What follows belongs to an exercise in optimizing a design on an open flow for small area, a short achievable clock period and few clock cycles per item; a production flow would make more cautious choices. In this exercise RTL edits were held to simulation tests only and were not proved equivalent to the original.

==> flow/design.v, too long to show whole: its modules and the start of the top module <==
// module q31_law: 361 lines
// module q31_mul_tree: 1564 lines
module q31_law (
    input  wire        clk,
    input  wire        rst,           
    input  wire        cfg_we,
    input  wire [4:0]  cfg_addr,
    input  wire [31:0] cfg_value,
    input  wire [4:0]  cfg_shift,
    input  wire        clr,
    input  wire        start,
    input  wire [31:0] sp,
    input  wire [31:0] fb,
    input  wire [31:0] ff,
    output wire        ready,
    output reg         done,
    output reg  [31:0] u
);
  // ...
==> flow/run.sh <==
#!/bin/bash
# synth_recipe.tcl (not shown) runs the flow's synth.tcl, then flattens the netlist and writes it again
# the make line also repeats each setting of config.mk as NAME=value (left out here)
make -C /OpenROAD-flow-scripts/flow DESIGN_CONFIG=/design/flow/config.mk WORK_HOME=/design/flow/orfs CLKGATE_MAP_FILE= SYNTH_SCRIPT=/design/flow/synth_recipe.tcl finish
==> flow/config.mk <==
export PLATFORM = sky130hd
export DESIGN_NAME = q31_law
export DESIGN_NICKNAME = q31_law
export VERILOG_FILES = /design/flow/design.v
export SDC_FILE = /design/flow/constraint.sdc
export NUM_CORES = 4
export LEC_CHECK = 0
export CAP_MARGIN = 20
export CORE_MARGIN = 2
export CORE_UTILIZATION = 30
export PLACE_DENSITY = 0.5
export SLEW_MARGIN = 20
==> flow/constraint.sdc <==
create_clock -name core_clock -period 25.0 [get_ports {clk}]
set_input_delay 5.0000 -clock core_clock [delete_from_list [all_inputs] [get_ports {clk}]]
set_output_delay 5.0000 -clock core_clock [all_outputs]
set_load 0.01 [all_outputs]
==> results.yml, run 1 <==
critical_path:
  crit_path_start_kind: "register"
  reg2regPathDepth: 31
  cp.depth: 31
  cp_max_fo: 59
  critPathKind: "register to register"
  critPathRequiredTime_ns: 25.57
floorplan:
  rows: 236
  taps: 5474
final_layout:
  drive_above_1_share_pct: 9.21
  nClkBuffers: 244
  buffer_area_share_pct: 3.42
  seqCellArea_mm2: 0.0420
outcome:
  status: "finished clean"
global_route:
  use_met3_pct: 6.35
  grt_max_degree: 161
  antenna_found_initial: 54
cts:
  cts_buffers: 188
sta:
  finalSetupViolCount: 0
logic_synthesis:
  synth_ff_type: "edfxtp_1"
  synth_area_leaders: "edfxtp_1, fa_1, ha_1, dfxtp_1, a22oi_1"
worst_hold_path:
  hold_class: "register to register"
placed_design:
  place_area_mm2: 0.133
detailed_routing:
  met3WireLength_mm: 52.8
Testbench counts, summed over its fixed seeds: cycles 27,365, steps 4,096.
==> module q31_law, before the edit <==
module q31_law (
    input  wire        clk,
    input  wire        rst,           
    input  wire        cfg_we,
    input  wire [4:0]  cfg_addr,
    input  wire [31:0] cfg_value,
    input  wire [4:0]  cfg_shift,
    input  wire        clr,
    input  wire        start,
    input  wire [31:0] sp,
    input  wire [31:0] fb,
    input  wire [31:0] ff,
    output wire        ready,
    output reg         done,
    output reg  [31:0] u
);
    function [31:0] sat50;
        input [49:0] x;
        begin
            if (x[49:31] == {19{1'b0}} || x[49:31] == {19{1'b1}})
                sat50 = x[31:0];
            else
                sat50 = x[49] ? 32'h8000_0000 : 32'h7fff_ffff;
        end
    endfunction
    function [31:0] sat33;
        input [32:0] x;
        begin
            if (x[32] == x[31])
                sat33 = x[31:0];
            else
                sat33 = x[32] ? 32'h8000_0000 : 32'h7fff_ffff;
        end
    endfunction
    function [49:0] sx32;
        input [31:0] x;
        begin
            sx32 = {{18{x[31]}}, x};
        end
    endfunction
    reg [31:0] coef_val   [0:15];
    reg [4:0]  coef_shift [0:15];
    reg [1:0]  law_struct;
    reg [1:0]  law_secs;
    wire [1:0] last_sec = (law_secs == 2'd0) ? 2'd0 : law_secs - 2'd1;
    wire [31:0] lim = (law_struct == 2'd1) ? coef_val[3] :
                      (law_struct == 2'd3) ? coef_val[0] : coef_val[2];
    reg  [31:0] lhi_r, llo_r;
    reg         lhi_lt, llo_gt;       
    always @(posedge clk) begin
        lhi_r  <= lim[31] ? 32'h7fff_ffff : lim;
        llo_r  <= lim[31] ? 32'h8000_0000 : -lim;
        lhi_lt <= (lim < 32'h7fff_ffff);
        llo_gt <= (lim < 32'h8000_0000);
    end
    wire [49:0] lhi = sx32(lhi_r);
    wire [49:0] llo = sx32(llo_r);
    function [31:0] clampf;
        input [49:0] z;
        input [49:0] hi;
        input [49:0] lo;
        begin
            if ($signed(z) > $signed(hi))
                clampf = hi[31:0];
            else if ($signed(z) < $signed(lo))
                clampf = lo[31:0];
            else
                clampf = z[31:0];
        end
    endfunction
    wire law0 = (law_struct == 2'd0);
    wire law1 = (law_struct == 2'd1);
    wire law2 = (law_struct == 2'd2);
    wire law3 = (law_struct == 2'd3);
    reg [31:0] S [0:7];           
    reg        nv;                
    reg        busy;              
    reg [3:0]  j;                 
    reg [1:0]  m;                 
    reg [2:0]  k;                 
    reg        pend;              
    reg        fin;               
    reg        fin2;              
    reg        e2_v;              
    reg        e2_pend;
    reg        e2_fin;
    reg [31:0] sp_n, fb_n, ff_n;  
    reg [31:0] e_r, sp_r, ff_r;   
    reg [49:0] acc, acc2, acc3;
    reg [31:0] cr;                
    reg [4:0]  kr;                
    reg [15:0] b_one, b_two, b_neg;   
    reg [31:0] ph_a, ph_b;        
    reg [16:0] pl;                
    reg        pc;                
    reg [4:0]  kr2;
    reg [1:0]  e2_dst;            
    reg [2:0]  e2_add;            
    reg        e2_neg;
    assign ready = !nv;
    wire [31:0] prod_hi = ph_a + ph_b + {31'd0, pc};
    wire signed [48:0] qsh = $signed({prod_hi, pl}) >>> kr2;
    wire [49:0] tq  = {{2{qsh[48]}}, qsh[48:1]};
    wire        trb = qsh[0];
    wire [31:0] i_cl  = clampf(acc3, lhi, llo);
    wire [31:0] i_eff = pend ? i_cl : S[0];
    reg [49:0] t_add;
    always @* begin
        case (e2_add)
            3'd0:    t_add = 50'd0;
            3'd1:    t_add = acc;
            3'd2:    t_add = sx32(i_eff);
            3'd3:    t_add = sx32(i_eff);
            3'd4:    t_add = -sx32(S[1]);
            3'd5:    t_add = sx32(S[1]);
            default: t_add = acc3;
        endcase
    end
    wire [49:0] t_ff = (e2_add == 3'd2) ? sx32(ff_r) : 50'd0;
    wire [49:0] t_tq = e2_neg ? ~tq : tq;
    wire [49:0] cs_s = t_add ^ t_ff ^ t_tq;
    wire [49:0] cs_c = (t_add & t_ff) | (t_add & t_tq) | (t_ff & t_tq);
    wire [49:0] tsum = cs_s + {cs_c[48:0], e2_neg ^ trb};
    wire [31:0] pv    = sat50(acc);
    wire [32:0] p_dh  = {lhi_r[31], lhi_r} - {pv[31], pv};    
    wire [32:0] p_dl  = {llo_r[31], llo_r} - {pv[31], pv};    
    wire        p_hi  = ($signed(acc) > $signed(lhi)) && lhi_lt;
    wire        p_lo  = ($signed(acc) < $signed(llo)) && llo_gt;
    wire [31:0] pu    = p_hi ? lhi_r : p_lo ? llo_r : pv;
    wire [31:0] paw   = p_hi ? sat33(p_dh) : p_lo ? sat33(p_dl) : 32'd0;
    wire        skip  = !(p_hi || p_lo);           
    wire [31:0] dn    = sat50(acc2);
    wire [31:0] by    = sat50(acc);
    wire [31:0] bv    = sat33({by[31], by} + {acc2[31], acc2[31:0]});    
    wire [31:0] bu    = clampf(acc2, lhi, llo);                         
    wire [3:0] prep_j = law0 ? 4'd2 : law1 ? 4'd7 : 4'd4;
    wire       prep   = busy && !law3 && (j == prep_j);
    wire last = law3 ? (m == last_sec && k == 3'd4)
                     : (j == prep_j + 4'd1 || (prep && skip));
    wire take = nv && (!busy || last);
    wire [3:0] nj = j + 4'd1;
    wire [1:0] nm = (k == 3'd4) ? m + 2'd1 : m;
    wire [2:0] nk = (k == 3'd4) ? 3'd0 : k + 3'd1;
    wire       nbusy = take || (busy && !last);
    wire [31:0] e_n = sat33({sp_n[31], sp_n} - {fb_n[31], fb_n});
    reg [3:0]  lidx;
    reg [31:0] lx;
    always @* begin
        lidx = 4'd0;
        lx   = 32'd0;
        begin
            if (law3) begin
                case (nk)
                    3'd0:    begin lidx = 4'd2 + 4'd5 * {2'd0, nm}; lx = S[{nm, 1'b0}]; end
                    3'd1:    begin lidx = 4'd3 + 4'd5 * {2'd0, nm}; lx = S[{nm, 1'b1}]; end
                    3'd2:    begin lidx = 4'd5 + 4'd5 * {2'd0, nm};
                                   lx = (fin && nm == last_sec) ? S[{nm, 1'b0} + 3'd2]
                                                                : S[{nm, 1'b0} + 3'd3]; end
                    3'd3:    begin lidx = 4'd4 + 4'd5 * {2'd0, nm}; lx = S[{nm, 1'b0} + 3'd2]; end
                    default: begin lidx = 4'd1 + 4'd5 * {2'd0, nm}; lx = S[{nm, 1'b0}]; end
                endcase
            end else if (law0) begin
                case (nj)
                    4'd1:    begin lidx = 4'd1; lx = e_r; end
                    4'd3:    begin lidx = 4'd3; lx = paw; end
                    default: ;
                endcase
            end else if (law1) begin
                case (nj)
                    4'd1:    begin lidx = 4'd2; lx = sat33({e_r[31], e_r} - {S[2][31], S[2]}); end
                    4'd2:    begin lidx = 4'd1; lx = e_r; end
                    4'd4:    begin lidx = 4'd5; lx = dn; end
                    4'd8:    begin lidx = 4'd4; lx = paw; end
                    default: ;
                endcase
            end else begin
                case (nj)
                    4'd1:    begin lidx = 4'd4; lx = sp_r; end
                    4'd2:    begin lidx = 4'd5; lx = sat33({sp_r[31], sp_r} - {S[3][31], S[3]}); end
                    4'd3:    begin lidx = 4'd1; lx = e_r; end
                    4'd5:    begin lidx = 4'd3; lx = paw; end
                    default: ;
                endcase
            end
        end
    end
    wire [31:0] cr_n = take ? (law3 ? coef_val[2]  : coef_val[0])  : coef_val[lidx];
    wire [4:0]  ks_n = take ? (law3 ? coef_shift[2] : coef_shift[0]) : coef_shift[lidx];
    wire [31:0] x_n  = take ? (law3 ? S[0] : e_n) : lx;
    wire [32:0] x_b  = {x_n, 1'b0};
    reg        iv;
    reg [1:0]  i_dst;
    reg [2:0]  i_add;
    reg        i_neg, i_pend, i_fin;
    always @* begin
        iv = 1'b0; i_dst = 2'd0; i_add = 3'd0; i_neg = 1'b0; i_pend = 1'b0; i_fin = 1'b0;
        if (busy) begin
            if (law3) begin
                iv    = 1'b1;
                i_add = (k == 3'd0) ? 3'd0 : 3'd1;
                i_neg = (k == 3'd2) || (k == 3'd3);
                i_fin = (m == last_sec && k == 3'd4);
            end else if (j == 4'd0) begin
                iv = 1'b1; i_dst = 2'd0; i_add = 3'd2;
            end else if (law0) begin
                case (j)
                    4'd1: begin iv = 1'b1; i_dst = 2'd2; i_add = 3'd3; end
                    4'd3: begin iv = 1'b1; i_dst = 2'd2; i_add = 3'd6; i_pend = 1'b1; end
                    default: ;
                endcase
            end else if (law1) begin
                case (j)
                    4'd1: begin iv = 1'b1; i_dst = 2'd1; i_add = 3'd4; end
                    4'd2: begin iv = 1'b1; i_dst = 2'd2; i_add = 3'd3; end
                    4'd4: begin iv = 1'b1; i_dst = 2'd1; i_add = 3'd5; end
                    4'd8: begin iv = 1'b1; i_dst = 2'd2; i_add = 3'd6; i_pend = 1'b1; end
                    default: ;
                endcase
            end else begin
                case (j)
                    4'd1: begin iv = 1'b1; i_dst = 2'd0; i_add = 3'd1; end
                    4'd2: begin iv = 1'b1; i_dst = 2'd0; i_add = 3'd1; end
                    4'd3: begin iv = 1'b1; i_dst = 2'd2; i_add = 3'd3; end
                    4'd5: begin iv = 1'b1; i_dst = 2'd2; i_add = 3'd6; i_pend = 1'b1; end
                    default: ;
                endcase
            end
        end
    end
    wire [1:0] fs = last_sec;
    integer n;
    always @(posedge clk) begin
        if (rst) begin
            nv      <= 1'b0;
            busy    <= 1'b0;
            j       <= 4'd0;
            m       <= 2'd0;
            k       <= 3'd0;
            pend    <= 1'b0;
            fin     <= 1'b0;
            fin2    <= 1'b0;
            done    <= 1'b0;
            e2_v    <= 1'b0;
            e2_pend <= 1'b0;
            e2_fin  <= 1'b0;
            law_struct <= 2'd0;
            law_secs   <= 2'd0;
            for (n = 0; n < 16; n = n + 1) begin
                coef_val[n]   <= 32'd0;
                coef_shift[n] <= 5'd0;
            end
            for (n = 0; n < 8; n = n + 1)
                S[n] <= 32'd0;
        end else begin
            if (start && !nv)
                nv <= 1'b1;
            else if (take)
                nv <= 1'b0;
            busy    <= nbusy;
            j       <= take ? 4'd0 : nj;
            m       <= take ? 2'd0 : nm;
            k       <= take ? 3'd0 : nk;
            e2_v    <= iv;
            e2_pend <= iv && i_pend;
            e2_fin  <= iv && i_fin;
            if (cfg_we) begin
                if (cfg_addr[4] == 1'b0) begin
                    coef_val[cfg_addr[3:0]]   <= cfg_value;
                    coef_shift[cfg_addr[3:0]] <= cfg_shift;
                end else if (cfg_addr == 5'd16) begin
                    law_struct <= cfg_value[1:0];
                    law_secs   <= cfg_value[3:2];
                end
            end
            pend <= (e2_v && e2_pend) || (prep && skip);
            done <= (e2_v && e2_pend) || (prep && skip) || fin2;
            if (pend)
                S[0] <= i_cl;
            fin  <= e2_v && e2_fin;
            fin2 <= fin;
            if (fin) begin
                S[{fs, 1'b0} + 3'd2] <= by;
                S[{fs, 1'b0} + 3'd3] <= S[{fs, 1'b0} + 3'd2];
            end
            if (busy) begin
                if (law3) begin
                    if (k == 3'd1) begin
                        if (m == 2'd0) begin
                            S[0] <= e_r;
                            S[1] <= S[0];
                        end else begin
                            S[{m, 1'b0}]        <= by;
                            S[{m, 1'b0} + 3'd1] <= S[{m, 1'b0}];
                        end
                    end
                end else begin
                    if (law1 && j == 4'd6) begin
                        S[1] <= dn;
                        S[2] <= e_r;
                    end
                    if (law2 && j == 4'd4)
                        S[3] <= sp_r;
                end
            end
            if (clr) begin
                pend <= 1'b0;
                for (n = 0; n < 8; n = n + 1)
                    S[n] <= 32'd0;
            end
        end
    end
    integer q;
    wire [63:0] t_ra, t_rb;
    q31_mul_tree mt (.a(cr), .one(b_one), .two(b_two), .neg(b_neg), .ra(t_ra), .rb(t_rb));
    wire [32:0] t_lo = {1'b0, t_ra[31:0]} + {1'b0, t_rb[31:0]};
    always @(posedge clk) begin
        if (!nv) begin
            sp_n <= sp;
            fb_n <= fb;
            ff_n <= ff;
        end
        if (take) begin
            e_r  <= e_n;
            sp_r <= sp_n;
            ff_r <= ff_n;
        end
        cr     <= cr_n;
        kr     <= 5'd15 - ks_n;
        for (q = 0; q < 16; q = q + 1) begin
            b_one[q] <= x_b[2*q+1] ^ x_b[2*q];
            b_two[q] <= (x_b[2*q+2] & ~x_b[2*q+1] & ~x_b[2*q]) |
                        (~x_b[2*q+2] & x_b[2*q+1] & x_b[2*q]);
            b_neg[q] <= x_b[2*q+2];
        end
        ph_a   <= t_ra[63:32];
        ph_b   <= t_rb[63:32];
        pl     <= t_lo[31:15];
        pc     <= t_lo[32];
        kr2    <= kr;
        e2_dst <= i_dst;
        e2_add <= i_add;
        e2_neg <= i_neg;
        if (e2_v) begin
            case (e2_dst)
                2'd0:    acc  <= tsum;
                2'd1:    acc2 <= tsum;
                default: acc3 <= tsum;
            endcase
        end
        if (busy && law1 && j == 4'd6)
            acc <= acc + sx32(dn);
        if (busy && law3 && m == 2'd0 && k == 3'd2)
            acc2 <= sx32(ff_r);
        if (fin)
            acc2 <= sx32(bv);
        if (prep)
            u <= pu;
        if (fin2)
            u <= bu;
    end
endmodule
==> run 2: changes to the inputs <==
--- a/flow/design.v
+++ b/flow/design.v
@@ -38,13 +38,14 @@
             sx32 = {{18{x[31]}}, x};
         end
     endfunction
-    reg [31:0] coef_val   [0:15];
+    reg [31:0] coef_val   [0:15];    
+    reg [15:0] coef_ok;
     reg [4:0]  coef_shift [0:15];
     reg [1:0]  law_struct;
     reg [1:0]  law_secs;
     wire [1:0] last_sec = (law_secs == 2'd0) ? 2'd0 : law_secs - 2'd1;
-    wire [31:0] lim = (law_struct == 2'd1) ? coef_val[3] :
-                      (law_struct == 2'd3) ? coef_val[0] : coef_val[2];
+    wire [3:0]  lim_idx = (law_struct == 2'd1) ? 4'd3 : (law_struct == 2'd3) ? 4'd0 : 4'd2;
+    wire [31:0] lim = coef_ok[lim_idx] ? coef_val[lim_idx] : 32'd0;
     reg  [31:0] lhi_r, llo_r;
     reg         lhi_lt, llo_gt;       
     always @(posedge clk) begin
@@ -90,44 +91,45 @@
     reg [31:0] cr;                
     reg [4:0]  kr;                
     reg [15:0] b_one, b_two, b_neg;   
-    reg [31:0] ph_a, ph_b;        
-    reg [16:0] pl;                
+    reg [15:0] ph_a, ph_b;        
+    reg [32:0] pl;                
     reg        pc;                
     reg [4:0]  kr2;
     reg [1:0]  e2_dst;            
     reg [2:0]  e2_add;            
     reg        e2_neg;
     assign ready = !nv;
-    wire [31:0] prod_hi = ph_a + ph_b + {31'd0, pc};
+    wire [15:0] prod_hi = ph_a + ph_b + {15'd0, pc};
     wire signed [48:0] qsh = $signed({prod_hi, pl}) >>> kr2;
     wire [49:0] tq  = {{2{qsh[48]}}, qsh[48:1]};
     wire        trb = qsh[0];
     wire [31:0] i_cl  = clampf(acc3, lhi, llo);
-    wire [31:0] i_eff = pend ? i_cl : S[0];
+    wire [31:0] i_now = pend ? i_cl : S[0];
+    reg  [49:0] ipf;
     reg [49:0] t_add;
     always @* begin
         case (e2_add)
             3'd0:    t_add = 50'd0;
             3'd1:    t_add = acc;
-            3'd2:    t_add = sx32(i_eff);
-            3'd3:    t_add = sx32(i_eff);
+            3'd2:    t_add = ipf;
+            3'd3:    t_add = sx32(S[0]);
             3'd4:    t_add = -sx32(S[1]);
             3'd5:    t_add = sx32(S[1]);
             default: t_add = acc3;
         endcase
     end
-    wire [49:0] t_ff = (e2_add == 3'd2) ? sx32(ff_r) : 50'd0;
     wire [49:0] t_tq = e2_neg ? ~tq : tq;
-    wire [49:0] cs_s = t_add ^ t_ff ^ t_tq;
-    wire [49:0] cs_c = (t_add & t_ff) | (t_add & t_tq) | (t_ff & t_tq);
-    wire [49:0] tsum = cs_s + {cs_c[48:0], e2_neg ^ trb};
+    wire [50:0] t_s2 = {t_add, 1'b1} + {t_tq, e2_neg ^ trb};
+    wire [49:0] tsum = t_s2[50:1];
     wire [31:0] pv    = sat50(acc);
-    wire [32:0] p_dh  = {lhi_r[31], lhi_r} - {pv[31], pv};    
-    wire [32:0] p_dl  = {llo_r[31], llo_r} - {pv[31], pv};    
     wire        p_hi  = ($signed(acc) > $signed(lhi)) && lhi_lt;
     wire        p_lo  = ($signed(acc) < $signed(llo)) && llo_gt;
     wire [31:0] pu    = p_hi ? lhi_r : p_lo ? llo_r : pv;
-    wire [31:0] paw   = p_hi ? sat33(p_dh) : p_lo ? sat33(p_dl) : 32'd0;
+    reg  [31:0] pv_r;
+    reg         phi_r, plo_r;
+    wire [32:0] r_dh  = {lhi_r[31], lhi_r} - {pv_r[31], pv_r};
+    wire [32:0] r_dl  = {llo_r[31], llo_r} - {pv_r[31], pv_r};
+    wire [31:0] paw   = phi_r ? sat33(r_dh) : plo_r ? sat33(r_dl) : 32'd0;
     wire        skip  = !(p_hi || p_lo);           
     wire [31:0] dn    = sat50(acc2);
     wire [31:0] by    = sat50(acc);
@@ -136,7 +138,7 @@
     wire [3:0] prep_j = law0 ? 4'd2 : law1 ? 4'd7 : 4'd4;
     wire       prep   = busy && !law3 && (j == prep_j);
     wire last = law3 ? (m == last_sec && k == 3'd4)
-                     : (j == prep_j + 4'd1 || (prep && skip));
+                     : (j == prep_j + 4'd3 || (prep && skip));
     wire take = nv && (!busy || last);
     wire [3:0] nj = j + 4'd1;
     wire [1:0] nm = (k == 3'd4) ? m + 2'd1 : m;
@@ -162,7 +164,7 @@
             end else if (law0) begin
                 case (nj)
                     4'd1:    begin lidx = 4'd1; lx = e_r; end
-                    4'd3:    begin lidx = 4'd3; lx = paw; end
+                    4'd4:    begin lidx = 4'd3; lx = paw; end
                     default: ;
                 endcase
             end else if (law1) begin
@@ -170,7 +172,7 @@
                     4'd1:    begin lidx = 4'd2; lx = sat33({e_r[31], e_r} - {S[2][31], S[2]}); end
                     4'd2:    begin lidx = 4'd1; lx = e_r; end
                     4'd4:    begin lidx = 4'd5; lx = dn; end
-                    4'd8:    begin lidx = 4'd4; lx = paw; end
+                    4'd9:    begin lidx = 4'd4; lx = paw; end
                     default: ;
                 endcase
             end else begin
@@ -178,13 +180,15 @@
                     4'd1:    begin lidx = 4'd4; lx = sp_r; end
                     4'd2:    begin lidx = 4'd5; lx = sat33({sp_r[31], sp_r} - {S[3][31], S[3]}); end
                     4'd3:    begin lidx = 4'd1; lx = e_r; end
-                    4'd5:    begin lidx = 4'd3; lx = paw; end
+                    4'd6:    begin lidx = 4'd3; lx = paw; end
                     default: ;
                 endcase
             end
         end
     end
-    wire [31:0] cr_n = take ? (law3 ? coef_val[2]  : coef_val[0])  : coef_val[lidx];
+    wire [3:0]  ci_n = take ? (law3 ? 4'd2 : 4'd0) : lidx;
+    wire [31:0] cr_n = (take ? (law3 ? coef_val[2]  : coef_val[0])  : coef_val[lidx]) &
+                       {32{coef_ok[ci_n]}};
     wire [4:0]  ks_n = take ? (law3 ? coef_shift[2] : coef_shift[0]) : coef_shift[lidx];
     wire [31:0] x_n  = take ? (law3 ? S[0] : e_n) : lx;
     wire [32:0] x_b  = {x_n, 1'b0};
@@ -205,7 +209,7 @@
             end else if (law0) begin
                 case (j)
                     4'd1: begin iv = 1'b1; i_dst = 2'd2; i_add = 3'd3; end
-                    4'd3: begin iv = 1'b1; i_dst = 2'd2; i_add = 3'd6; i_pend = 1'b1; end
+                    4'd4: begin iv = 1'b1; i_dst = 2'd2; i_add = 3'd6; i_pend = 1'b1; end
                     default: ;
                 endcase
             end else if (law1) begin
@@ -213,7 +217,7 @@
                     4'd1: begin iv = 1'b1; i_dst = 2'd1; i_add = 3'd4; end
                     4'd2: begin iv = 1'b1; i_dst = 2'd2; i_add = 3'd3; end
                     4'd4: begin iv = 1'b1; i_dst = 2'd1; i_add = 3'd5; end
-                    4'd8: begin iv = 1'b1; i_dst = 2'd2; i_add = 3'd6; i_pend = 1'b1; end
+                    4'd9: begin iv = 1'b1; i_dst = 2'd2; i_add = 3'd6; i_pend = 1'b1; end
                     default: ;
                 endcase
             end else begin
@@ -221,7 +225,7 @@
                     4'd1: begin iv = 1'b1; i_dst = 2'd0; i_add = 3'd1; end
                     4'd2: begin iv = 1'b1; i_dst = 2'd0; i_add = 3'd1; end
                     4'd3: begin iv = 1'b1; i_dst = 2'd2; i_add = 3'd3; end
-                    4'd5: begin iv = 1'b1; i_dst = 2'd2; i_add = 3'd6; i_pend = 1'b1; end
+                    4'd6: begin iv = 1'b1; i_dst = 2'd2; i_add = 3'd6; i_pend = 1'b1; end
                     default: ;
                 endcase
             end
@@ -245,10 +249,9 @@
             e2_fin  <= 1'b0;
             law_struct <= 2'd0;
             law_secs   <= 2'd0;
-            for (n = 0; n < 16; n = n + 1) begin
-                coef_val[n]   <= 32'd0;
+            coef_ok <= 16'd0;
+            for (n = 0; n < 16; n = n + 1)
                 coef_shift[n] <= 5'd0;
-            end
             for (n = 0; n < 8; n = n + 1)
                 S[n] <= 32'd0;
         end else begin
@@ -265,7 +268,7 @@
             e2_fin  <= iv && i_fin;
             if (cfg_we) begin
                 if (cfg_addr[4] == 1'b0) begin
-                    coef_val[cfg_addr[3:0]]   <= cfg_value;
+                    coef_ok[cfg_addr[3:0]]    <= 1'b1;
                     coef_shift[cfg_addr[3:0]] <= cfg_shift;
                 end else if (cfg_addr == 5'd16) begin
                     law_struct <= cfg_value[1:0];
@@ -312,8 +315,10 @@
     integer q;
     wire [63:0] t_ra, t_rb;
     q31_mul_tree mt (.a(cr), .one(b_one), .two(b_two), .neg(b_neg), .ra(t_ra), .rb(t_rb));
-    wire [32:0] t_lo = {1'b0, t_ra[31:0]} + {1'b0, t_rb[31:0]};
+    wire [48:0] t_lo = {1'b0, t_ra[47:0]} + {1'b0, t_rb[47:0]};
     always @(posedge clk) begin
+        if (cfg_we && cfg_addr[4] == 1'b0)
+            coef_val[cfg_addr[3:0]] <= cfg_value;
         if (!nv) begin
             sp_n <= sp;
             fb_n <= fb;
@@ -332,10 +337,10 @@
                         (~x_b[2*q+2] & x_b[2*q+1] & x_b[2*q]);
             b_neg[q] <= x_b[2*q+2];
         end
-        ph_a   <= t_ra[63:32];
-        ph_b   <= t_rb[63:32];
-        pl     <= t_lo[31:15];
-        pc     <= t_lo[32];
+        ph_a   <= t_ra[63:48];
+        ph_b   <= t_rb[63:48];
+        pl     <= t_lo[47:15];
+        pc     <= t_lo[48];
         kr2    <= kr;
         e2_dst <= i_dst;
         e2_add <= i_add;
@@ -353,8 +358,14 @@
             acc2 <= sx32(ff_r);
         if (fin)
             acc2 <= sx32(bv);
-        if (prep)
-            u <= pu;
+        if (prep) begin
+            u     <= pu;
+            pv_r  <= pv;
+            phi_r <= p_hi;
+            plo_r <= p_lo;
+        end
+        if (busy && !law3 && j == 4'd0)
+            ipf <= sx32(i_now) + sx32(ff_r);
         if (fin2)
             u <= bu;
     end
==> results.yml, run 2 <==
outcome:
  status: "finished clean"
cts:
  cts_buffers: 187
  cts_buffer_depth: 4
  post_cts_buffers: 0
  cts_resized: 0
  clock_latency_ns: 0.95
  cts_tree: "done"
  root_buffer: "clkbuf_16"
  path_clk_slew_ns: 0.06
  holdBufCountCts: 0
  cts_max_level: 4
  cts.sinks: 1552
sta:
  tns_ns: 0
  hold_violations: 0
  grt_setup_unrepaired: "no"
  clock_skew_ns: 0.107
  min_period_ns: 9.49
  final.period_utilization_pct: 38.0
  drv_slew: 0
  slew_headroom_pct: 9.69
  worst_pin_slew_ns: 1.35
  finalSetupViolCount: 0
  fmax_mhz: 105
final_layout:
  design_area_mm2: 0.138
  num-nets-final: 13500
  largest_reg_flops: 512
  area_growth_pct: 12.3
  fin_util_pct: 33.8
  seqCellArea_mm2: 0.0440
  instances_no_fill: 17900
  final_common_cell: "edfxtp_1"
  final_cell_mix: "edfxtp_1, nand2_1, inv_1, a21oi_1, ha_1"
  fillers: 41500
  multiInputGateArea_mm2: 0.0728
  drive_above_1_share_pct: 10.1
flow_run:
  drv_cap: 0
global_route:
  grt_pass1_wl_mm: 835
  overflow: 0
  grt_pass1_vias: 98300
  grt_usage_pct: 28.5
  antenna_found_initial: 64
  grt_max_degree: 122
logic_synthesis:
  synth_area_leaders: "edfxtp_1, ha_1, fa_1, mux4_2, dfxtp_1"
  synth-async-reset-ratio_pct: 0
  synth_top_area_share_pct: 31.5
  synth_cells: 12400
  ys_warn_count: 1
  yosysSeqAreaShare_pct: 35.7
  syn_area_mm2: 0.123
  synth_edf_count: 1289
  synth.distinct_cells: 109
  synth.most_common_cell: "edfxtp_1"
  avgSynthCellArea_um2: 9.93
  synth_fp_nets: 13700
  synthTopCellsByCount: "edfxtp_1, nand2_1, inv_1"
  synth_ff_type: "edfxtp_1"
  synth_top_area_cell: "edfxtp_1"
  ys_seq_elements: 1552
critical_path:
  endpoint_kind: "register"
  cpMaxStageDelayCell: "a31oi_4"
  r2r_start: "acc[31]$_DFFE_PP_"
  crit_path_start_kind: "register"
  reg2regPathDepth: 25
  worst_ep_arrival_time_ns: 10.23
  critPathMaxStageDelay_ns: 0.76
  r2r_setup_slack_ns: 15.51
  r2r_end: "acc2[5]$_DFFE_PP_"
  cp_max_fo: 24
  critPathRequiredTime_ns: 25.74
  critPathKind: "register to register"
  crit_start: "acc[31]$_DFFE_PP_"
detailed_routing:
  vias: 105000
  drtAntennaViolNets: 0
  drt_iter0_markers: 13900
  wirelength_mm: 612
  drcViolationCount: 0
  drt_first_pass_iters: 8
  wire_per_inst_um: 34.2
  vias_per_cell: 5.87
floorplan:
  rows: 235
  core_region_area_mm2: 0.409
  start_util_pct: 30.1
  die_h_um: 644
  die_area_mm2: 0.415
  io_pins: 177
  die_x_um: 644
placed_design:
  port_buffers: 176
  dpl.hpwl_mm: 456
  place_area_mm2: 0.132
  placed_cells: 17500
  place.gp.congestion: 1.03
worst_hold_path:
  hold_class: "register to register"
  min_to: "kr2[0]$_DFF_P_"
  holdCritStartpoint: "kr[0]$_DFF_P_"
  holdPathStages: 0
run 2: cell count changes after synthesis, moves of 51 or more:
| cell | before | now |
|---|---|---|
| nand2_1 | 939 | 990 |
| o22ai_1 | 76 | 19 |
| and2_1 | 748 | 142 |
| edfxtp_1 | 1222 | 1289 |
| a21oi_1 | 789 | 883 |
| a21o_1 | 257 | 360 |
| nand3_1 | 133 | 205 |
| o21ai_0 | 553 | 484 |
| mux2_2 | 32 | 89 |
| mux2i_1 | 337 | 248 |
| and3_1 | 99 | 167 |
| xnor2_1 | 420 | 487 |
| nor2_1 | 643 | 730 |
run 2: per-layer routing:
layer  wire [µm]  track usage (%)  share of wire [%]  vias up
met4       47500             18.2                7.8       20
met3       47600             4.48                7.8     1296
met2      270000             44.0                 44     5523
li1            -                -                  -    45300
met5         144                0              0.024        -
met1      247000             37.2                 40    53000
run 2: critical path: cells and delay by family (launching register included):
family	cells	cell delay, ns
xor+xnor	1	0.11
compound gates	14	4.94
fa+ha+maj	2	0.98
buf+inv	2	0.68
simple gates	6	2.03
flops	1	0.53
run 2: area by class of cell:
class | count | share of cell area (%)
repair buffers | 554 | 3.37
clock inverters | 104 | 0.826
well taps | 5451 | 4.94
flip-flops and latches | 1552 | 31.9
clock buffers | 236 | 3.72
multi-input cells | 9062 | 52.7
inverters | 907 | 2.48
diodes | 42 | 0.0761
run 2: worst max-delay path by stage:
stage / endpoint / slack (ns) / depth (start not counted)
6_report: acc2[5]$_DFFE_PP_ / 15.51 / 25
5_1_grt: acc2[22]$_DFFE_PP_ / 14.88 / 26
4_1_cts: acc2[7]$_DFFE_PP_ / 15.67 / 25
3_5_place_dp: acc2[7]$_DFFE_PP_ / 15.73 / 25
3_3_place_gp: acc2[14]$_DFFE_PP_ / 15.75 / 25
2_1_floorplan: e_r[0]$_DFFE_PP_ / 16.42 / 16
run 2: kinds of logic (layout without fill, tap and decap cells):
logic type	after synthesis	after routing	share of synthesized area (%)
AOI/OAI and AO/OA	3570	3570	19.5
adders and majority gates	1144	1144	14.2
DFF	1552	1552	35.7
buffers and inverters	1771	1801	5.51
muxes	600	600	7.65
xor gates and xnor gates	945	945	6.76
other	0	42	0
and+or+nand+nor	2803	2803	10.6
run 2: per-stage QoR:
step,setup slack [ns],hold slack (ns)
detailed placement,15.73,0.313
global route,14.88,0.332
CTS,15.67,0.327
finish,15.51,0.326
global placement,15.75,0.312
floorplan,16.42,0.310
Testbench counts of run 2, summed over its fixed seeds: cycles 27,777, steps 4,096.
==> run 3: changes to the inputs <==
--- a/flow/config.mk
+++ b/flow/config.mk
@@ -7,6 +7,6 @@
 export LEC_CHECK = 0
 export CAP_MARGIN = 20
 export CORE_MARGIN = 2
-export CORE_UTILIZATION = 30
-export PLACE_DENSITY = 0.5
+export CORE_UTILIZATION = 55
+export PLACE_DENSITY = 0.68
 export SLEW_MARGIN = 20
==> results.yml, run 3 <==
cts:
  cts_buffer_depth: 3
  cts_resized: 0
  path_clk_slew_ns: 0.06
  root_buffer: "clkbuf_16"
  cts_tree: "done"
  holdBufCountCts: 0
  post_cts_buffers: 0
  cts.sinks: 1552
  cts_buffers: 174
  clock_latency_ns: 0.91
  cts_max_level: 4
floorplan:
  die_x_um: 477
  rows: 173
  die_h_um: 477
  start_util_pct: 55.3
  die_area_mm2: 0.227
  io_pins: 177
  core_region_area_mm2: 0.222
final_layout:
  final_cell_mix: "edfxtp_1, nand2_1, inv_1, a21oi_1, ha_1"
  fillers: 18600
  instances_no_fill: 15400
  area_growth_pct: 9.11
  num-nets-final: 13500
  final_common_cell: "edfxtp_1"
  fin_util_pct: 60.4
  largest_reg_flops: 512
  drive_above_1_share_pct: 9.48
logic_synthesis:
  syn_area_mm2: 0.123
  synth_top_area_share_pct: 31.5
  synthTopCellsByCount: "edfxtp_1, nand2_1, inv_1"
  synth_ff_type: "edfxtp_1"
  avgSynthCellArea_um2: 9.93
  synth_edf_count: 1289
  synth_top_area_cell: "edfxtp_1"
  synth-async-reset-ratio_pct: 0
  synth.most_common_cell: "edfxtp_1"
  synth.distinct_cells: 109
  synth_fp_nets: 13700
  synth_area_leaders: "edfxtp_1, ha_1, fa_1, mux4_2, dfxtp_1"
  synth_cells: 12400
  ys_seq_elements: 1552
  ys_warn_count: 1
  yosysSeqAreaShare_pct: 35.7
detailed_routing:
  wire_per_inst_um: 35.2
  wirelength_mm: 540
  vias_per_cell: 7.10
  drcViolationCount: 0
  drt_iter0_markers: 18100
  drt_first_pass_iters: 11
  vias: 109000
  drtAntennaViolNets: 0
critical_path:
  endpoint_kind: "register"
  crit_family: "compound AO/OA/AOI/OAI gates"
  worst_path_most_repeated_cell: "a21o_1"
  critPathMaxStageDelay_ns: 0.98
  crit_path_start_kind: "register"
  cp_max_fo: 63
  critPathRequiredTime_ns: 25.60
  worst_ep_arrival_time_ns: 10.44
  cpMaxStageDelayCell: "a221oi_1"
  worst-path-buf-inv: 3
  critPathKind: "register to register"
outcome:
  status: "finished clean"
global_route:
  overflow: 0
  antenna_found_initial: 51
  grt_pass1_vias: 102000
  grt_pass1_wl_mm: 753
  grt_usage_pct: 46.0
  grt_max_degree: 139
sta:
  slew_headroom_pct: 8.64
  fmax_mhz: 102
  worst_pin_slew_ns: 1.36
  tns_ns: 0
  grt_setup_unrepaired: "no"
  final.period_utilization_pct: 39.4
  min_period_ns: 9.84
  clock_skew_ns: 0.0988
  drv_slew: 0
  finalSetupViolCount: 0
  holdWs_ns: 0.327
  hold_violations: 0
placed_design:
  place.gp.congestion: 1.12
  port_buffers: 176
  placed_cells: 15000
  dpl.hpwl_mm: 396
worst_hold_path:
  hold_class: "register to register"
flow_run:
  drv_cap: 0
## run 3: cells by family after synthesis
logic type / count (synthesis) / share of synthesized area [%]
buffers and inverters: 1771 / 5.51
DFF: 1552 / 35.7
and+or+nand+nor: 2803 / 10.6
AOI/OAI and AO/OA: 3570 / 19.5
xor gates and xnor gates: 945 / 6.76
muxes: 600 / 7.65
adders and majority gates: 1144 / 14.2
## run 3: worst paths after layout
| check | endpoint | from | cells past startpoint | slack, ns |
|---|---|---|---|---|
| worst min register to register | kr2[0]$_DFF_P_ | kr[0]$_DFF_P_ | 0 | 0.33 |
| worst max-delay path | ipf[30]$_DFFE_PP_ | lhi[3]$_SDFF_PP1_ | 31 | 15.16 |
| worst min-delay path | kr2[0]$_DFF_P_ | kr[0]$_DFF_P_ | 0 | 0.33 |
| worst max register to register | ipf[30]$_DFFE_PP_ | lhi[3]$_SDFF_PP1_ | 31 | 15.16 |
## run 3: layer usage
layer	vias up	wire, µm	global-route usage (%)
li1	45200	-	-
met1	53500	196000	58.8
met2	8403	223000	65.6
met3	1947	78700	18.0
met4	44	41700	27.8
met5	-	1360	0.672
## run 3: layout make-up
class | count | area (µm²) | share of cell area (%)
multi-input combinational | 9062 | 72800 | 54.2
clock buffer | 231 | 4800 | 3.58
inverter | 907 | 3420 | 2.55
timing repair buffer | 502 | 4250 | 3.16
antenna | 44 | 110 | 0.0820
clock inverter | 88 | 1120 | 0.835
tap | 2975 | 3720 | 2.77
sequential | 1552 | 44000 | 32.8
## run 3: worst register-to-register path: cells and delay by family, from the launching register on
| kind | cells | cell delay, ns |
|---|---|---|
| DFF | 1 | 0.46 |
| AOI/OAI and AO/OA | 23 | 6.77 |
| muxes | 1 | 0.33 |
| adders and majority gates | 3 | 0.98 |
| xor gates and xnor gates | 1 | 0.08 |
| buffers and inverters | 3 | 0.95 |
## run 3: per-stage QoR
stage,instance area (µm²),setup WS (ns)
after floorplan,123000,16.42
after global placement,128000,15.99
after detailed placement,128000,15.80
after CTS,134000,15.73
after global routing,134000,15.09
final,134000,15.16
==> run 4: changes to the inputs <==
--- a/flow/design.v
+++ b/flow/design.v
@@ -75,6 +75,7 @@
     wire law3 = (law_struct == 2'd3);
     reg [31:0] S [0:7];           
     reg        nv;                
+    reg        nv_old;            
     reg        busy;              
     reg [3:0]  j;                 
     reg [1:0]  m;                 
@@ -82,6 +83,7 @@
     reg        pend;              
     reg        fin;               
     reg        fin2;              
+    reg        fin3;              
     reg        e2_v;              
     reg        e2_pend;
     reg        e2_fin;
@@ -106,6 +108,16 @@
     wire [31:0] i_cl  = clampf(acc3, lhi, llo);
     wire [31:0] i_now = pend ? i_cl : S[0];
     reg  [49:0] ipf;
+    reg  [32:0] negd;             
+    always @(posedge clk)
+        negd <= -{S[1][31], S[1]};
+    wire        i_hi   = $signed(acc3) > $signed(lhi);
+    wire        i_lo   = $signed(acc3) < $signed(llo);
+    wire [32:0] ipf_s0 = {S[0][31], S[0]} + {ff_r[31], ff_r};
+    wire [32:0] ipf_ac = {acc3[31], acc3[31:0]} + {ff_r[31], ff_r};
+    wire [32:0] ipf_hi = {lhi_r[31], lhi_r} + {ff_r[31], ff_r};
+    wire [32:0] ipf_lo = {llo_r[31], llo_r} + {ff_r[31], ff_r};
+    wire [32:0] ipf_n  = !pend ? ipf_s0 : i_hi ? ipf_hi : i_lo ? ipf_lo : ipf_ac;
     reg [49:0] t_add;
     always @* begin
         case (e2_add)
@@ -113,7 +125,7 @@
             3'd1:    t_add = acc;
             3'd2:    t_add = ipf;
             3'd3:    t_add = sx32(S[0]);
-            3'd4:    t_add = -sx32(S[1]);
+            3'd4:    t_add = {{17{negd[32]}}, negd};
             3'd5:    t_add = sx32(S[1]);
             default: t_add = acc3;
         endcase
@@ -133,18 +145,20 @@
     wire        skip  = !(p_hi || p_lo);           
     wire [31:0] dn    = sat50(acc2);
     wire [31:0] by    = sat50(acc);
-    wire [31:0] bv    = sat33({by[31], by} + {acc2[31], acc2[31:0]});    
+    wire [31:0] by_s  = S[{last_sec, 1'b0} + 3'd2];                     
+    wire [31:0] bv    = sat33({by_s[31], by_s} + {acc2[31], acc2[31:0]});   
     wire [31:0] bu    = clampf(acc2, lhi, llo);                         
-    wire [3:0] prep_j = law0 ? 4'd2 : law1 ? 4'd7 : 4'd4;
+    wire [3:0] prep_j = law0 ? 4'd2 : law1 ? 4'd6 : 4'd4;
     wire       prep   = busy && !law3 && (j == prep_j);
     wire last = law3 ? (m == last_sec && k == 3'd4)
                      : (j == prep_j + 4'd3 || (prep && skip));
-    wire take = nv && (!busy || last);
+    wire take = nv && nv_old && (!busy || last);
     wire [3:0] nj = j + 4'd1;
     wire [1:0] nm = (k == 3'd4) ? m + 2'd1 : m;
     wire [2:0] nk = (k == 3'd4) ? 3'd0 : k + 3'd1;
     wire       nbusy = take || (busy && !last);
     wire [31:0] e_n = sat33({sp_n[31], sp_n} - {fb_n[31], fb_n});
+    reg  [31:0] e_pre, de_pre;    
     reg [3:0]  lidx;
     reg [31:0] lx;
     always @* begin
@@ -169,10 +183,10 @@
                 endcase
             end else if (law1) begin
                 case (nj)
-                    4'd1:    begin lidx = 4'd2; lx = sat33({e_r[31], e_r} - {S[2][31], S[2]}); end
+                    4'd1:    begin lidx = 4'd0; lx = e_r; end
                     4'd2:    begin lidx = 4'd1; lx = e_r; end
-                    4'd4:    begin lidx = 4'd5; lx = dn; end
-                    4'd9:    begin lidx = 4'd4; lx = paw; end
+                    4'd3:    begin lidx = 4'd5; lx = dn; end
+                    4'd8:    begin lidx = 4'd4; lx = paw; end
                     default: ;
                 endcase
             end else begin
@@ -186,11 +200,12 @@
             end
         end
     end
-    wire [3:0]  ci_n = take ? (law3 ? 4'd2 : 4'd0) : lidx;
-    wire [31:0] cr_n = (take ? (law3 ? coef_val[2]  : coef_val[0])  : coef_val[lidx]) &
+    wire [3:0]  ci_n = take ? ((law3 || law1) ? 4'd2 : 4'd0) : lidx;
+    wire [31:0] cr_n = (take ? ((law3 || law1) ? coef_val[2]  : coef_val[0])  : coef_val[lidx]) &
                        {32{coef_ok[ci_n]}};
-    wire [4:0]  ks_n = take ? (law3 ? coef_shift[2] : coef_shift[0]) : coef_shift[lidx];
-    wire [31:0] x_n  = take ? (law3 ? S[0] : e_n) : lx;
+    wire [4:0]  ks_n = take ? ((law3 || law1) ? coef_shift[2] : coef_shift[0]) : coef_shift[lidx];
+    wire [31:0] de_n = sat33({e_n[31], e_n} - {S[2][31], S[2]});
+    wire [31:0] x_n  = take ? (law3 ? S[0] : law1 ? de_pre : e_pre) : lx;
     wire [32:0] x_b  = {x_n, 1'b0};
     reg        iv;
     reg [1:0]  i_dst;
@@ -204,6 +219,15 @@
                 i_add = (k == 3'd0) ? 3'd0 : 3'd1;
                 i_neg = (k == 3'd2) || (k == 3'd3);
                 i_fin = (m == last_sec && k == 3'd4);
+            end else if (law1) begin
+                case (j)
+                    4'd0: begin iv = 1'b1; i_dst = 2'd1; i_add = 3'd4; end
+                    4'd1: begin iv = 1'b1; i_dst = 2'd0; i_add = 3'd2; end
+                    4'd2: begin iv = 1'b1; i_dst = 2'd2; i_add = 3'd3; end
+                    4'd3: begin iv = 1'b1; i_dst = 2'd1; i_add = 3'd5; end
+                    4'd8: begin iv = 1'b1; i_dst = 2'd2; i_add = 3'd6; i_pend = 1'b1; end
+                    default: ;
+                endcase
             end else if (j == 4'd0) begin
                 iv = 1'b1; i_dst = 2'd0; i_add = 3'd2;
             end else if (law0) begin
@@ -212,14 +236,6 @@
                     4'd4: begin iv = 1'b1; i_dst = 2'd2; i_add = 3'd6; i_pend = 1'b1; end
                     default: ;
                 endcase
-            end else if (law1) begin
-                case (j)
-                    4'd1: begin iv = 1'b1; i_dst = 2'd1; i_add = 3'd4; end
-                    4'd2: begin iv = 1'b1; i_dst = 2'd2; i_add = 3'd3; end
-                    4'd4: begin iv = 1'b1; i_dst = 2'd1; i_add = 3'd5; end
-                    4'd9: begin iv = 1'b1; i_dst = 2'd2; i_add = 3'd6; i_pend = 1'b1; end
-                    default: ;
-                endcase
             end else begin
                 case (j)
                     4'd1: begin iv = 1'b1; i_dst = 2'd0; i_add = 3'd1; end
@@ -236,6 +252,7 @@
     always @(posedge clk) begin
         if (rst) begin
             nv      <= 1'b0;
+            nv_old  <= 1'b0;
             busy    <= 1'b0;
             j       <= 4'd0;
             m       <= 2'd0;
@@ -243,6 +260,7 @@
             pend    <= 1'b0;
             fin     <= 1'b0;
             fin2    <= 1'b0;
+            fin3    <= 1'b0;
             done    <= 1'b0;
             e2_v    <= 1'b0;
             e2_pend <= 1'b0;
@@ -259,6 +277,7 @@
                 nv <= 1'b1;
             else if (take)
                 nv <= 1'b0;
+            nv_old <= nv && !take;
             busy    <= nbusy;
             j       <= take ? 4'd0 : nj;
             m       <= take ? 2'd0 : nm;
@@ -276,11 +295,12 @@
                 end
             end
             pend <= (e2_v && e2_pend) || (prep && skip);
-            done <= (e2_v && e2_pend) || (prep && skip) || fin2;
+            done <= (e2_v && e2_pend) || (prep && skip) || fin3;
             if (pend)
                 S[0] <= i_cl;
             fin  <= e2_v && e2_fin;
             fin2 <= fin;
+            fin3 <= fin2;
             if (fin) begin
                 S[{fs, 1'b0} + 3'd2] <= by;
                 S[{fs, 1'b0} + 3'd3] <= S[{fs, 1'b0} + 3'd2];
@@ -297,10 +317,10 @@
                         end
                     end
                 end else begin
-                    if (law1 && j == 4'd6) begin
+                    if (law1 && j == 4'd5)
                         S[1] <= dn;
+                    if (law1 && j == 4'd0)
                         S[2] <= e_r;
-                    end
                     if (law2 && j == 4'd4)
                         S[3] <= sp_r;
                 end
@@ -324,8 +344,10 @@
             fb_n <= fb;
             ff_n <= ff;
         end
+        e_pre  <= e_n;
+        de_pre <= de_n;
         if (take) begin
-            e_r  <= e_n;
+            e_r  <= e_pre;
             sp_r <= sp_n;
             ff_r <= ff_n;
         end
@@ -352,11 +374,11 @@
                 default: acc3 <= tsum;
             endcase
         end
-        if (busy && law1 && j == 4'd6)
+        if (busy && law1 && j == 4'd5)
             acc <= acc + sx32(dn);
-        if (busy && law3 && m == 2'd0 && k == 3'd2)
+        if (busy && law3 && m == 2'd0 && k == 3'd3)
             acc2 <= sx32(ff_r);
-        if (fin)
+        if (fin2)
             acc2 <= sx32(bv);
         if (prep) begin
             u     <= pu;
@@ -365,8 +387,8 @@
             plo_r <= p_lo;
         end
         if (busy && !law3 && j == 4'd0)
-            ipf <= sx32(i_now) + sx32(ff_r);
-        if (fin2)
+            ipf <= {{17{ipf_n[32]}}, ipf_n};
+        if (fin3)
             u <= bu;
     end
 endmodule
--- a/flow/config.mk
+++ b/flow/config.mk
@@ -7,6 +7,6 @@
 export LEC_CHECK = 0
 export CAP_MARGIN = 20
 export CORE_MARGIN = 2
-export CORE_UTILIZATION = 55
-export PLACE_DENSITY = 0.68
+export CORE_UTILIZATION = 30
+export PLACE_DENSITY = 0.5
 export SLEW_MARGIN = 20
==> results.yml, run 4 <==
outcome:
  status: "finished clean"
final_layout:
  final_cell_mix: "edfxtp_1, nand2_1, inv_1, a21oi_1, ha_1"
  fin_util_pct: 33.8
  drive_above_1_share_pct: 9.49
  design_area_mm2: 0.138
  num-nets-final: 13400
  fillers: 41500
  largest_reg_flops: 512
  final_common_cell: "edfxtp_1"
  area_growth_pct: 12.2
logic_synthesis:
  synth_area_leaders: "edfxtp_1, ha_1, fa_1, dfxtp_1, mux4_2"
  avgSynthCellArea_um2: 10.0
  synth-async-reset-ratio_pct: 0
  yosysSeqAreaShare_pct: 37.3
  synth_fp_nets: 13600
  syn_area_mm2: 0.123
  synth_ff_type: "edfxtp_1"
  ys_seq_elements: 1651
  synth.distinct_cells: 102
  synth_top_area_share_pct: 31.4
  synthTopCellsByCount: "edfxtp_1, nand2_1, inv_1"
  synth_edf_count: 1289
  synth_cells: 12300
  synth_top_area_cell: "edfxtp_1"
  synth.most_common_cell: "edfxtp_1"
  ys_warn_count: 1
sta:
  drv_slew: 0
  slew_headroom_pct: 14.4
  finalSetupViolCount: 0
  tns_ns: 0
  hold_violations: 0
  worst_pin_slew_ns: 1.28
  clock_skew_ns: 0.103
  fmax_mhz: 102
  final.period_utilization_pct: 39.2
  grt_setup_unrepaired: "no"
  min_period_ns: 9.80
  finalWorstSetupSlack_ns: 15.20
detailed_routing:
  drt_iter0_markers: 11700
  wire_per_inst_um: 30.6
  vias: 101000
  drtAntennaViolNets: 0
  drt_first_pass_iters: 9
  drcViolationCount: 0
  wirelength_mm: 543
  vias_per_cell: 5.70
global_route:
  grt_max_degree: 207
  grt_pass1_vias: 97700
  grt_pass1_wl_mm: 758
  overflow: 0
  grt_usage_pct: 25.3
  antenna_found_initial: 35
worst_hold_path:
  hold_class: "register to register"
cts:
  cts_max_level: 4
  cts_resized: 0
  cts_tree: "done"
  cts.sinks: 1651
  post_cts_buffers: 0
  cts_buffers: 195
  path_clk_slew_ns: 0.06
  holdBufCountCts: 0
  root_buffer: "clkbuf_16"
  clock_latency_ns: 0.97
  cts_buffer_depth: 4
critical_path:
  worst-path-buf-inv: 4
  endpoint_kind: "register"
  critPathKind: "register to register"
  critPathMaxStageDelay_ns: 0.58
  worst_path_most_repeated_cell: "a21o_1"
  worst_ep_arrival_time_ns: 10.57
  cpMaxStageDelayCell: "dfxtp_1"
  crit_family: "compound AO/OA/AOI/OAI gates"
  critPathRequiredTime_ns: 25.76
  crit_path_start_kind: "register"
  cp_max_fo: 19
placed_design:
  port_buffers: 176
  place.gp.congestion: 0.998
  dpl.hpwl_mm: 393
  place_area_mm2: 0.132
  dp_slack_ns: 15.37
floorplan:
  io_pins: 177
  core_region_area_mm2: 0.410
  die_x_um: 645
  die_area_mm2: 0.416
  start_util_pct: 30.1
  rows: 235
  die_h_um: 645
flow_run:
  drv_cap: 0
-- run 4: changes by cell type in the layout (fill, tap and decap cells not counted), sizes merged, moves of 65 or more --
cell   delta
and2    +144
a21oi    -65
and3    -126
o21ai    +86
dfxtp    +99
nand3    -96
-- run 4: worst paths after layout --
check	slack, ns	endpoint	cells past startpoint	start
min	0.33	kr2[3]$_DFF_P_	0	kr[3]$_DFF_P_
max reg2reg	15.20	ipf[32]$_DFFE_PP_	36	llo_r[1]$_SDFF_PP0_
min reg2reg	0.33	kr2[3]$_DFF_P_	0	kr[3]$_DFF_P_
max	15.20	ipf[32]$_DFFE_PP_	36	llo_r[1]$_SDFF_PP0_
-- run 4: cell type report --
type | instances | area [µm²] | share of cell area (%)
multi-input combinational | 8884 | 71400 | 51.6
sequential | 1651 | 46000 | 33.2
tap | 5451 | 6820 | 4.93
clock buffer | 243 | 5350 | 3.86
timing repair buffer | 516 | 4390 | 3.17
inverter | 900 | 3400 | 2.45
clock inverter | 115 | 1030 | 0.742
antenna | 22 | 55.1 | 0.0398
-- run 4: per-stage QoR --
| stage | std cells | hold WS [ns] |
|---|---|---|
| 2_1_floorplan | 12300 | 0.310 |
| 3_3_place_gp | 17400 | 0.318 |
| 3_5_place_dp | 17400 | 0.312 |
| 4_1_cts | 17800 | 0.326 |
| 5_1_grt | 17800 | 0.329 |
| 6_report | 17800 | 0.327 |
-- run 4: logic make-up after synthesis --
| kind of cell | count (synthesis) | synth area share, % |
|---|---|---|
| xor gates and xnor gates | 951 | 6.78 |
| DFF | 1651 | 37.3 |
| adders and majority gates | 1140 | 14.1 |
| buffers and inverters | 1743 | 5.35 |
| and+or+nand+nor | 2628 | 9.92 |
| muxes | 543 | 6.83 |
| AOI/OAI and AO/OA | 3622 | 19.7 |
-- run 4: routing by layer --
layer  global-route usage [%]  vias to the layer above  share of wire (%)  wire (µm)
li1                         -                    44700                  -          -
met1                     31.0                    50400                 39     210000
met2                     39.9                     4907                 45     243000
met3                     4.61                     1297                7.8      42300
met4                     18.2                       20                8.8      47800
met5                   0.0578                        -              0.024        129
Testbench counts of run 4, summed over its fixed seeds: cycles 27,239, steps 4,096.
==> run 5: changes to the inputs <==
--- a/flow/design.v
+++ b/flow/design.v
@@ -76,6 +76,11 @@
     reg [31:0] S [0:7];           
     reg        nv;                
     reg        nv_old;            
+    reg        rst_d, clr_d;      
+    always @(posedge clk) begin
+        rst_d <= rst;
+        clr_d <= clr && !rst;
+    end
     reg        busy;              
     reg [3:0]  j;                 
     reg [1:0]  m;                 
@@ -200,10 +205,43 @@
             end
         end
     end
-    wire [3:0]  ci_n = take ? ((law3 || law1) ? 4'd2 : 4'd0) : lidx;
-    wire [31:0] cr_n = (take ? ((law3 || law1) ? coef_val[2]  : coef_val[0])  : coef_val[lidx]) &
+    wire [3:0]  ci_n = take ? ((law3 || law1) ? 4'd2 : 4'd0) : cidx;
+    wire [31:0] cr_n = (take ? ((law3 || law1) ? coef_val[2]  : coef_val[0])  : coef_val[cidx]) &
                        {32{coef_ok[ci_n]}};
-    wire [4:0]  ks_n = take ? ((law3 || law1) ? coef_shift[2] : coef_shift[0]) : coef_shift[lidx];
+    wire [4:0]  ks_n = take ? ((law3 || law1) ? coef_shift[2] : coef_shift[0]) : coef_shift[cidx];
+    function [3:0] idx_of;        
+        input [1:0] law;
+        input [3:0] jj;
+        input [1:0] mm;
+        input [2:0] kk;
+        begin
+            idx_of = 4'd0;
+            case (law)
+                2'd0: idx_of = (jj == 4'd1) ? 4'd1 : 4'd3;
+                2'd1: idx_of = (jj == 4'd1) ? 4'd0 : (jj == 4'd2) ? 4'd1 :
+                               (jj == 4'd3) ? 4'd5 : 4'd4;
+                2'd2: idx_of = (jj == 4'd1) ? 4'd4 : (jj == 4'd2) ? 4'd5 :
+                               (jj == 4'd3) ? 4'd1 : 4'd3;
+                default:
+                    case (kk)
+                        3'd0:    idx_of = 4'd2 + 4'd5 * {2'd0, mm};
+                        3'd1:    idx_of = 4'd3 + 4'd5 * {2'd0, mm};
+                        3'd2:    idx_of = 4'd5 + 4'd5 * {2'd0, mm};
+                        3'd3:    idx_of = 4'd4 + 4'd5 * {2'd0, mm};
+                        default: idx_of = 4'd1 + 4'd5 * {2'd0, mm};
+                    endcase
+            endcase
+        end
+    endfunction
+    wire [3:0] np_j = take ? 4'd0 : nj;
+    wire [1:0] np_m = take ? 2'd0 : nm;
+    wire [2:0] np_k = take ? 3'd0 : nk;
+    wire [3:0] a_j  = np_j + 4'd1;
+    wire [1:0] a_m  = (np_k == 3'd4) ? np_m + 2'd1 : np_m;
+    wire [2:0] a_k  = (np_k == 3'd4) ? 3'd0 : np_k + 3'd1;
+    reg  [3:0] cidx;
+    always @(posedge clk)
+        cidx <= idx_of(law_struct, a_j, a_m, a_k);
     wire [31:0] de_n = sat33({e_n[31], e_n} - {S[2][31], S[2]});
     wire [31:0] x_n  = take ? (law3 ? S[0] : law1 ? de_pre : e_pre) : lx;
     wire [32:0] x_b  = {x_n, 1'b0};
@@ -270,8 +308,6 @@
             coef_ok <= 16'd0;
             for (n = 0; n < 16; n = n + 1)
                 coef_shift[n] <= 5'd0;
-            for (n = 0; n < 8; n = n + 1)
-                S[n] <= 32'd0;
         end else begin
             if (start && !nv)
                 nv <= 1'b1;
@@ -296,11 +332,16 @@
             end
             pend <= (e2_v && e2_pend) || (prep && skip);
             done <= (e2_v && e2_pend) || (prep && skip) || fin3;
-            if (pend)
-                S[0] <= i_cl;
             fin  <= e2_v && e2_fin;
             fin2 <= fin;
             fin3 <= fin2;
+            if (clr)
+                pend <= 1'b0;
+        end
+    end
+    always @(posedge clk) begin
+            if (pend)
+                S[0] <= i_cl;
             if (fin) begin
                 S[{fs, 1'b0} + 3'd2] <= by;
                 S[{fs, 1'b0} + 3'd3] <= S[{fs, 1'b0} + 3'd2];
@@ -325,11 +366,9 @@
                         S[3] <= sp_r;
                 end
             end
-            if (clr) begin
-                pend <= 1'b0;
-                for (n = 0; n < 8; n = n + 1)
-                    S[n] <= 32'd0;
-            end
+        if (rst_d || clr_d) begin
+            for (n = 0; n < 8; n = n + 1)
+                S[n] <= 32'd0;
         end
     end
     integer q;
==> results.yml, run 5 <==
worst_hold_path:
  holdPathStages: 0
  min_to: "kr2[1]$_DFF_P_"
  holdCritStartpoint: "kr[1]$_DFF_P_"
  hold_class: "register to register"
sta:
  grt_setup_unrepaired: "no"
  finalSetupViolCount: 0
  finalWorstSetupSlack_ns: 15.59
  final.period_utilization_pct: 37.7
  min_period_ns: 9.41
  worst_pin_slew_ns: 1.36
  slew_headroom_pct: 8.25
  holdWs_ns: 0.301
  hold_violations: 0
  drv_slew: 0
  clock_skew_ns: 0.101
  fmax_mhz: 106
  tns_ns: 0
logic_synthesis:
  synth_top_area_cell: "edfxtp_1"
  synth_area_leaders: "edfxtp_1, dfxtp_1, ha_1, mux4_2, fa_1"
  yosysSeqAreaShare_pct: 36.2
  syn_area_mm2: 0.125
  synth_ff_type: "edfxtp_1"
  synth_top_area_share_pct: 28.7
  synth.most_common_cell: "edfxtp_1"
  synth_edf_count: 1193
  ys_seq_elements: 1657
  synthTopCellsByCount: "edfxtp_1, a21oi_1, inv_1"
  ys_warn_count: 1
  synth.distinct_cells: 107
  synth-async-reset-ratio_pct: 0
  synth_cells: 12200
  avgSynthCellArea_um2: 10.3
  synth_fp_nets: 13400
floorplan:
  io_pins: 177
  die_area_mm2: 0.421
  core_region_area_mm2: 0.413
  die_x_um: 649
  rows: 236
  start_util_pct: 30.2
  die_h_um: 649
global_route:
  grt_max_degree: 115
  grt_usage_pct: 25.5
  antenna_found_initial: 43
  overflow: 0
  grt_pass1_wl_mm: 774
  grt_pass1_vias: 98500
cts:
  cts_buffers: 196
  post_cts_buffers: 0
  cts_resized: 0
  cts_tree: "done"
  cts_buffer_depth: 4
  root_buffer: "clkbuf_16"
  path_clk_slew_ns: 0.06
  holdBufCountCts: 0
  clock_latency_ns: 0.92
  cts_max_level: 4
  cts.sinks: 1657
critical_path:
  critPathRequiredTime_ns: 25.83
  critPathMaxStageDelay_ns: 0.79
  endpoint_kind: "register"
  worst_path_most_repeated_cell: "a21oi_1"
  critPathKind: "register to register"
  r2r_end: "de_pre[0]$_DFF_P_"
  r2r_start: "sp_n[0]$_DFFE_PN_"
  worst_ep_arrival_time_ns: 10.25
  crit_path_start_kind: "register"
  reg2regPathDepth: 32
  cpMaxStageDelayCell: "nand2_1"
  r2r_setup_slack_ns: 15.59
  cp_max_fo: 27
detailed_routing:
  wire_per_inst_um: 31.2
  wirelength_mm: 553
  vias_per_cell: 5.74
  vias: 102000
  drcViolationCount: 0
  drtAntennaViolNets: 0
  drt_iter0_markers: 11600
  drt_first_pass_iters: 9
final_layout:
  fillers: 41900
  seqCellArea_mm2: 0.0452
  area_growth_pct: 12.1
  multiInputGateArea_mm2: 0.0735
  drive_above_1_share_pct: 11.3
  final_common_cell: "edfxtp_1"
  final_cell_mix: "edfxtp_1, a21oi_1, inv_1, nor2_1, nand2_1"
  largest_reg_flops: 512
  design_area_mm2: 0.140
  num-nets-final: 13300
placed_design:
  port_buffers: 176
  dp_slack_ns: 15.80
  place.gp.congestion: 1.02
  dpl.hpwl_mm: 402
  place_area_mm2: 0.133
flow_run:
  drv_cap: 0
outcome:
  status: "finished clean"
==> run 5: cell types whose count changed after synthesis, sizes merged, moves of 70 or more <==
cell    delta
mux4     +152
a22oi     -95
edfxtp    -96
mux2i     +95
a21oi     +70
and2     -160
dfxtp    +102
a311oi    -76
o21ai     -98
nor2     +149
nand2    -207
==> run 5: how the worst max path moves through the flow <==
stage                               start           endpoint  slack (ns)  cells after the start
2_1_floorplan  law_struct[1]$_SDFFE_PP0P_      kr[0]$_DFF_P_       15.12                     12
3_3_place_gp            sp_n[1]$_DFFE_PN_  de_pre[0]$_DFF_P_       15.91                     29
3_5_place_dp            sp_n[1]$_DFFE_PN_  de_pre[1]$_DFF_P_       15.80                     29
4_1_cts                 sp_n[1]$_DFFE_PN_  de_pre[0]$_DFF_P_       15.73                     29
5_1_grt                 sp_n[0]$_DFFE_PN_  de_pre[0]$_DFF_P_       14.74                     32
6_report                sp_n[0]$_DFFE_PN_  de_pre[0]$_DFF_P_       15.59                     32
==> run 5: worst max-delay path, delay by kind of cell (launching register included) <==
| family | cells | cell delay (ns) |
|---|---|---|
| buffers and inverters | 2 | 0.13 |
| adder cells (fa/ha/maj) | 4 | 1.09 |
| flip-flops | 1 | 0.35 |
| AND/OR/NAND/NOR | 5 | 1.89 |
| AO/OA/AOI/OAI | 21 | 5.83 |
==> run 5: logic make-up (layout without fill, tap and decap cells) <==
kind of cell	Yosys count	count (layout)	share of synthesized area [%]
and+or+nand+nor	2543	2543	9.49
buffers and inverters	1714	1774	5.21
xor gates and xnor gates	957	957	6.73
other	0	34	0
adders and majority gates	1152	1152	14.1
DFF	1657	1657	36.2
AOI/OAI and AO/OA	3280	3280	17.4
muxes	855	855	10.9
==> run 5: through the flow <==
stage               instances  utilization [%]
finish                  17700             33.8
global route            17700             33.8
CTS                     17700             33.8
detailed placement      17300             32.2
global placement        17300             32.2
floorplan               12200                -
==> run 5: final cells by class <==
class                   count  share of cell area (%)
repair buffers            520                    3.16
well taps                5474                    4.90
clock inverters           108                   0.723
inverters                 898                    2.41
diodes                     34                  0.0608
multi-input cells        8787                    52.6
flip-flops and latches   1657                    32.3
clock buffers             248                    3.86
==> run 5: routing by layer <==
metal / global-route usage, % / up-vias / wire length (µm)
met1: 31.4 / 50800 / 214000
met2: 39.8 / 5186 / 248000
met3: 5.14 / 1359 / 46400
met4: 17.8 / 28 / 44900
met5: 0 / - / 176
li1: - / 44400 / -
Testbench counts of run 5, summed over its fixed seeds: cycles 27,239, steps 4,096.

re-timing with driven ports:
How much do the figures lean on ideal ports? The routed layouts below were timed once more, with nothing changed but the port constraints. Step 1: set_driving_cell puts a clkbuf_16 on clk and a buf_2 on each other input, an assumption about the parent block. Step 2 also shifts input and output timing later by t, the mid clock arrival at the registers, as if the neighbouring blocks saw the same clock. Three values: ideal ports, drivers, drivers and shift; two values: the first two.
run | shift t [ns] | setup WS [ns] | hold slack, ns
run 1 | 1.023 | 15.604 / 15.604 / 15.604 | 0.327 / 0.327 / 0.327
run 2 | 1.010 | 15.510 / 15.510 / 15.510 | 0.326 / 0.326 / 0.326
run 3 | 0.966 | 15.158 / 15.158 / 15.158 | 0.327 / 0.327 / 0.327
run 4 | 1.000 | 15.195 / 15.195 / 15.195 | 0.327 / 0.327 / 0.327
run 5 | 0.984 | 15.586 / 15.586 / 15.586 | 0.301 / 0.301 / 0.301
After both steps setup and hold are still met in every run listed.
